Source: an optimization exercise on an open RTL-to-GDS flow (aim: small area, a short achievable clock period and few clock cycles per item). Production flows keep margins and buffers that such runs may drop.
The RTL was checked by simulation tests, not by an equivalence proof against the original design.

==> flow/design.v <==
module mix_unit (
    input  wire        clk,
    input  wire        rst,         
    input  wire        in_valid,
    output wire        in_ready,
    input  wire        in_last,     
    input  wire [23:0] in_x,        
    input  wire [23:0] in_g,        
    input  wire [1:0]  in_op,       
    input  wire [4:0]  in_sink,
    output reg         out_valid,
    output reg  [4:0]  out_sink,
    output reg  [23:0] out_value,   
    output reg         out_sat,     
    output reg         out_aov      
);
    localparam OP_SET    = 2'b00;
    localparam OP_ACC    = 2'b01;
    localparam OP_ACCNEG = 2'b10;
    reg [39:0] acc [0:31];          
    reg [31:0] written;             
    reg        aov;
    reg        reading;             
    reg [4:0]  rd_sink;
    assign in_ready = ~reading;
    wire accept = in_valid & in_ready & ~rst;
    wire signed [47:0] full = $signed(in_x) * $signed(in_g);
    wire signed [27:0] prod = full[47:20];
    wire signed [39:0] prod40 = {{12{prod[27]}}, prod};
    wire signed [39:0] cur  = written[in_sink] ? acc[in_sink] : 40'sd0;
    wire signed [40:0] sum  = (in_op == OP_ACCNEG)
                            ? {cur[39], cur} - {prod40[39], prod40}
                            : {cur[39], cur} + {prod40[39], prod40};
    wire               wrap = (sum[40] != sum[39]);
    wire               upd  = (in_op == OP_ACC) | (in_op == OP_ACCNEG);
    wire signed [39:0] rd_val = written[rd_sink] ? acc[rd_sink] : 40'sd0;
    wire               rd_hi  = (rd_val > 40'sh00_007F_FFFF);
    wire               rd_lo  = (rd_val < -40'sh00_0080_0000);
    always @(posedge clk) begin
        if (accept) begin
            if (in_op == OP_SET)
                acc[in_sink] <= prod40;
            else if (upd)
                acc[in_sink] <= sum[39:0];
        end
    end
    always @(posedge clk) begin
        if (rst) begin
            written   <= 32'd0;
            aov       <= 1'b0;
            reading   <= 1'b0;
            rd_sink   <= 5'd0;
            out_valid <= 1'b0;
        end else begin
            out_valid <= reading;
            if (accept) begin
                if (in_op != 2'b11)
                    written[in_sink] <= 1'b1;
                if (upd & wrap)
                    aov <= 1'b1;
                if (in_last) begin
                    reading <= 1'b1;
                    rd_sink <= 5'd0;
                end
            end
            if (reading) begin
                rd_sink <= rd_sink + 5'd1;
                if (rd_sink == 5'd31) begin
                    reading <= 1'b0;
                    written <= 32'd0;
                    aov     <= 1'b0;
                end
            end
        end
    end
    always @(posedge clk) begin
        if (reading) begin
            out_sink  <= rd_sink;
            out_value <= rd_hi ? 24'h7F_FFFF :
                         rd_lo ? 24'h80_0000 : rd_val[23:0];
            out_sat   <= rd_hi | rd_lo;
            out_aov   <= aov;
        end
    end
endmodule
==> flow/run.sh <==
#!/bin/bash
# synth_recipe.tcl (not shown) runs the flow's synth.tcl, then flattens the netlist and writes it again
# the make line also repeats each setting of config.mk as NAME=value (left out here)
make -C /OpenROAD-flow-scripts/flow DESIGN_CONFIG=/design/flow/config.mk WORK_HOME=/design/flow/orfs CLKGATE_MAP_FILE= SYNTH_SCRIPT=/design/flow/synth_recipe.tcl finish
==> flow/config.mk <==
export PLATFORM = sky130hd
export DESIGN_NAME = mix_unit
export DESIGN_NICKNAME = mix_unit
export VERILOG_FILES = /design/flow/design.v
export SDC_FILE = /design/flow/constraint.sdc
export NUM_CORES = 4
export LEC_CHECK = 0
export CAP_MARGIN = 20
export CORE_MARGIN = 2
export CORE_UTILIZATION = 40
export PLACE_DENSITY = 0.6
export SLEW_MARGIN = 20
==> flow/constraint.sdc <==
create_clock -name core_clock -period 13.0 [get_ports {clk}]
set_input_delay 2.6000 -clock core_clock [delete_from_list [all_inputs] [get_ports {clk}]]
set_output_delay 2.6000 -clock core_clock [all_outputs]
set_load 0.01 [all_outputs]
==> notes.md <==
-- registers in the layout, indices dropped and copies added (netlist names), named ones only --
signal,count
out_value,24
aov,1
written,32
reading,1
out_sat,1
out_sink,5
out_aov,1
out_valid,1
acc,1280
rd_sink,5
-- worst max-delay path: cells and delay by family --
family / cells / cell delay, ns
compound gates: 13 / 2.56
xor+xnor: 2 / 0.35
fa+ha+maj: 9 / 4.11
buf+inv: 10 / 1.81
simple gates: 6 / 1.76
-- how the worst max path moves through the flow --
stage,slack [ns],to,depth (start not counted),from
final,0.31,acc[5][38]$_DFFE_PP_,40,in_x[6]
after detailed placement,-0.61,aov$_SDFF_PP0_,41,in_x[18]
after global routing,0.001,acc[5][38]$_DFFE_PP_,40,in_x[6]
after floorplan,0.01,acc[0][27]$_DFFE_PP_,35,in_x[23]
after global placement,-0.64,acc[6][38]$_DFFE_PP_,41,in_x[18]
after CTS,0.14,aov$_SDFF_PP0_,41,in_x[18]
-- placed cells by master (no fill, tap or decap), types with 22 or more instances in the layout --
cell	Yosys	layout
sky130_fd_sc_hd__clkinv_1	1	29
sky130_fd_sc_hd__nand2_1	350	349
sky130_fd_sc_hd__and2_1	300	298
sky130_fd_sc_hd__and3_1	23	22
sky130_fd_sc_hd__clkbuf_16	0	138
sky130_fd_sc_hd__a21oi_1	114	111
sky130_fd_sc_hd__a22o_1	39	39
sky130_fd_sc_hd__mux2i_1	51	50
sky130_fd_sc_hd__dfxtp_1	45	39
sky130_fd_sc_hd__buf_4	0	518
sky130_fd_sc_hd__xnor2_1	65	63
sky130_fd_sc_hd__nor2_1	147	111
sky130_fd_sc_hd__edfxtp_1	1311	1311
sky130_fd_sc_hd__a21o_1	41	40
sky130_fd_sc_hd__mux4_2	738	738
sky130_fd_sc_hd__clkdlybuf4s50_1	0	88
sky130_fd_sc_hd__inv_1	641	641
sky130_fd_sc_hd__nor2_4	0	34
sky130_fd_sc_hd__a221oi_1	42	42
sky130_fd_sc_hd__xor2_1	28	28
sky130_fd_sc_hd__ha_1	181	181
sky130_fd_sc_hd__buf_12	0	46
sky130_fd_sc_hd__o21ai_2	0	22
sky130_fd_sc_hd__fa_1	607	607
sky130_fd_sc_hd__o21a_1	22	22
sky130_fd_sc_hd__o21ai_0	95	62
sky130_fd_sc_hd__a22oi_1	87	86
sky130_fd_sc_hd__a31oi_1	56	56
-- layer usage --
metal  vias to the layer above  track usage [%]
li1                      21820                -
met1                     27980            32.94
met2                      2662            39.06
met3                       488            3.371
met4                         4            8.164
met5                         -                0
-- area by class of cell --
cell class              instances  area (µm²)
fillers                     18400      113900
multi-input cells            3241       42020
flip-flops and latches       1356       40290
repair buffers                659        5778
clock buffers                 157        3535
well taps                    2821        3530
inverters                     642        2410
clock inverters                83       818.3
diodes                          1       2.502
-- per-stage QoR --
| step | std cells | util [%] |
|---|---|---|
| finish | 8960 | 46.34 |
| global route | 8959 | 46.34 |
| CTS | 8958 | 46.27 |
| detailed placement | 8718 | 44.22 |
| global placement | 8718 | 44.21 |
| floorplan | 5586 | - |
-- logic make-up after synthesis --
group,count (synthesis),share of synthesized area (%)
AOI/OAI and AO/OA,592,4.822
adders and majority gates,788,16.87
DFF,1356,47.11
buffers and inverters,989,4.367
muxes,796,20.14
xor gates and xnor gates,94,0.9793
and+or+nand+nor,971,5.716
-- repair_timing --
action,4_1_cts,5_1_grt
setup endpoints to repair,0,185
setup buffers,0,1
resized for setup,0,19
==> flow_summary.json <==
{
  "status": "no timing/DRC/antenna violations",
  "postSynth.asyncResetShare_pct": 0,
  "yosys-top-cells-count": "sky130_fd_sc_hd__edfxtp_1 (1311), sky130_fd_sc_hd__mux4_2 (738), sky130_fd_sc_hd__inv_1 (641)",
  "floorplan.die_area_um2": 217400,
  "timing.reg2reg.worst_path_depth": 23,
  "netlist_area_before_placement_um2": 85470,
  "worstPathArrival_ns": 13.21,
  "grt_util_all_layers_pct": 23.91,
  "htree_levels": 4,
  "netlist_top_cells_area": "sky130_fd_sc_hd__edfxtp_1 (46%), sky130_fd_sc_hd__mux4_2 (19%), sky130_fd_sc_hd__fa_1 (14%)",
  "holdBufCountCts": 0,
  "cts_made_buffers": 134,
  "met2_wirelength_um": 123300,
  "critical_path.endpoint_type": "register",
  "grt_setup_unrepaired": "no",
  "clock.fmax_mhz": 78.77,
  "areaGrowthSynthToFinish_pct": 15.10,
  "placement_rows": 169,
  "whs_endpoint": "out_sink[3]$_DFFE_PP_",
  "clk_path_buf_depth": 3,
  "clock_sinks": 1356,
  "gate_count_of_the_mapped_netlist": 5586,
  "boundaryPins": 92,
  "ys_dominant_reg_cell": "sky130_fd_sc_hd__edfxtp_1",
  "hold_slack_ns": 0.4804,
  "final_layout_size_suffix_gt1_share_pct": 26.72,
  "cp_slowest_stage_delay_ns": 0.57,
  "detailed_route_via_count": 52960,
  "postLayoutSetupSlackWorst_ns": 0.3052,
  "clk_root_buffer_cell": "sky130_fd_sc_hd__clkbuf_16",
  "initial_core_util_pct": 40.26,
  "placement.io_buffers": 91,
  "tightestPinTransition_ns": 1.223,
  "routed_wire_length_per_instance_um": 28.62,
  "pre_cts_ws_ns": -0.6089,
  "routed_via_density": 5.911,
  "maxSlewViolCount": 0,
  "die_height_um": 466.3,
  "r2r_slack_ns": 6.48,
  "grt_start_max_net_pins": 143,
  "detailed_place.area_um2": 93870,
  "drt_wl_total_um": 256500,
  "drv_cap": 0,
  "clk-insertion-delay-late_ns": 0.80,
  "min_period_ns": 12.69,
  "synth_largest_area_cell": "sky130_fd_sc_hd__edfxtp_1",
  "crit_path_most_repeated_cell": "sky130_fd_sc_hd__fa_1",
  "grt_antenna_before_repair": 5,
  "syn-num-nets": 6433,
  "worst_hold_path_type": "reg2reg",
  "finalHoldViolCount": 0,
  "tns_ns": 0,
  "top_layer_used": "met5",
  "worst_r2r_startpoint": "written[7]$_SDFF_PP0_",
  "grt.overflow.total": 0,
  "first_global_vias": 55410,
  "timing.slew.headroom_pct": 18.50,
  "crit_path_top_delay_cell": "sky130_fd_sc_hd__fa_1",
  "floorplan.core_area_um2": 212300,
  "drt_first_pass_iters": 7,
  "setup_viol_count_final": 0,
  "detailed_place_hpwl_um": 161100,
  "worstPathMaxFanout": 32,
  "postLayoutCellArea_um2": 98380,
  "min_period_over_period_pct": 97.65,
  "nets": 6881,
  "cts.clk_slew.worst_paths_ns": 0.06,
  "yosys.cell_types.count": 95,
  "capture_instance_of_the_worst_register_to_register_path": "acc[5][38]$_DFFE_PP_",
  "postRouteAntennaNets": 0,
  "worst-setup-path-type": "in2reg",
  "wl_met1_um": 100500,
  "gpl_wtd_cong": 0.8791,
  "min_path_cells": 0,
  "postSynthRegisterBits": 1356,
  "worst-endpoint-required_ns": 13.52,
  "met3_wire_length_um": 23070,
  "drt-initial-drc-count": 5814,
  "post-route-drc-count": 0,
  "most_repeated_cell_in_the_gate_level_netlist_after_synthesis": "sky130_fd_sc_hd__edfxtp_1",
  "synth.yosys.warnings": 1,
  "fp.dieW_um": 466.3,
  "first_pass_grt_wire_length_um": 379500,
  "min-delay-start": "rd_sink[3]$_SDFFE_PP0P_",
  "finClkSkew_ns": 0.03381,
  "synth_enable_flop_cells": 1311,
  "cts_tree": "done",
  "synth_sequential_area_ratio_pct": 47.11,
  "critical_path.startpoint_type": "primary input",
  "synthesis.area_per_instance_um2": 15.30,
  "synth_largest_type_area_fraction_pct": 46.06
}
Testbench counts, summed over its fixed seeds: cycles 36,083, items 25,835.

==> afterwards: timing with drivers on the ports <==
How much do the figures lean on ideal ports? The routed layout below was timed once more, with nothing changed but the port constraints. Step 1, drivers: a clkbuf_16 drives clk and a buf_2 each remaining input, both assumed. Step 2 adds t to the input delays and takes it off the output delays; t is the mean of the earliest and latest rising clock arrival at the registers after step 1. Input paths then give back, and output paths get back, about the clock's delay inside the block. a / b / c = no drivers / after step 1 / after step 2; a / b = the first two.
shift t [ns]: 0.861
setup slack, ns: 0.305 / 0.360 / -0.500
hold slack, ns: 0.480 / 0.480 / 0.480
worst setup path after step 2: input to register
worst register clock-pin slew, ns: 0.07 / 0.07
Met with ideal ports but missed after step 2: setup timing in this run. For this run, drivers alone change the setup slack by +0.055 ns; drivers and shift together by -0.805 ns.
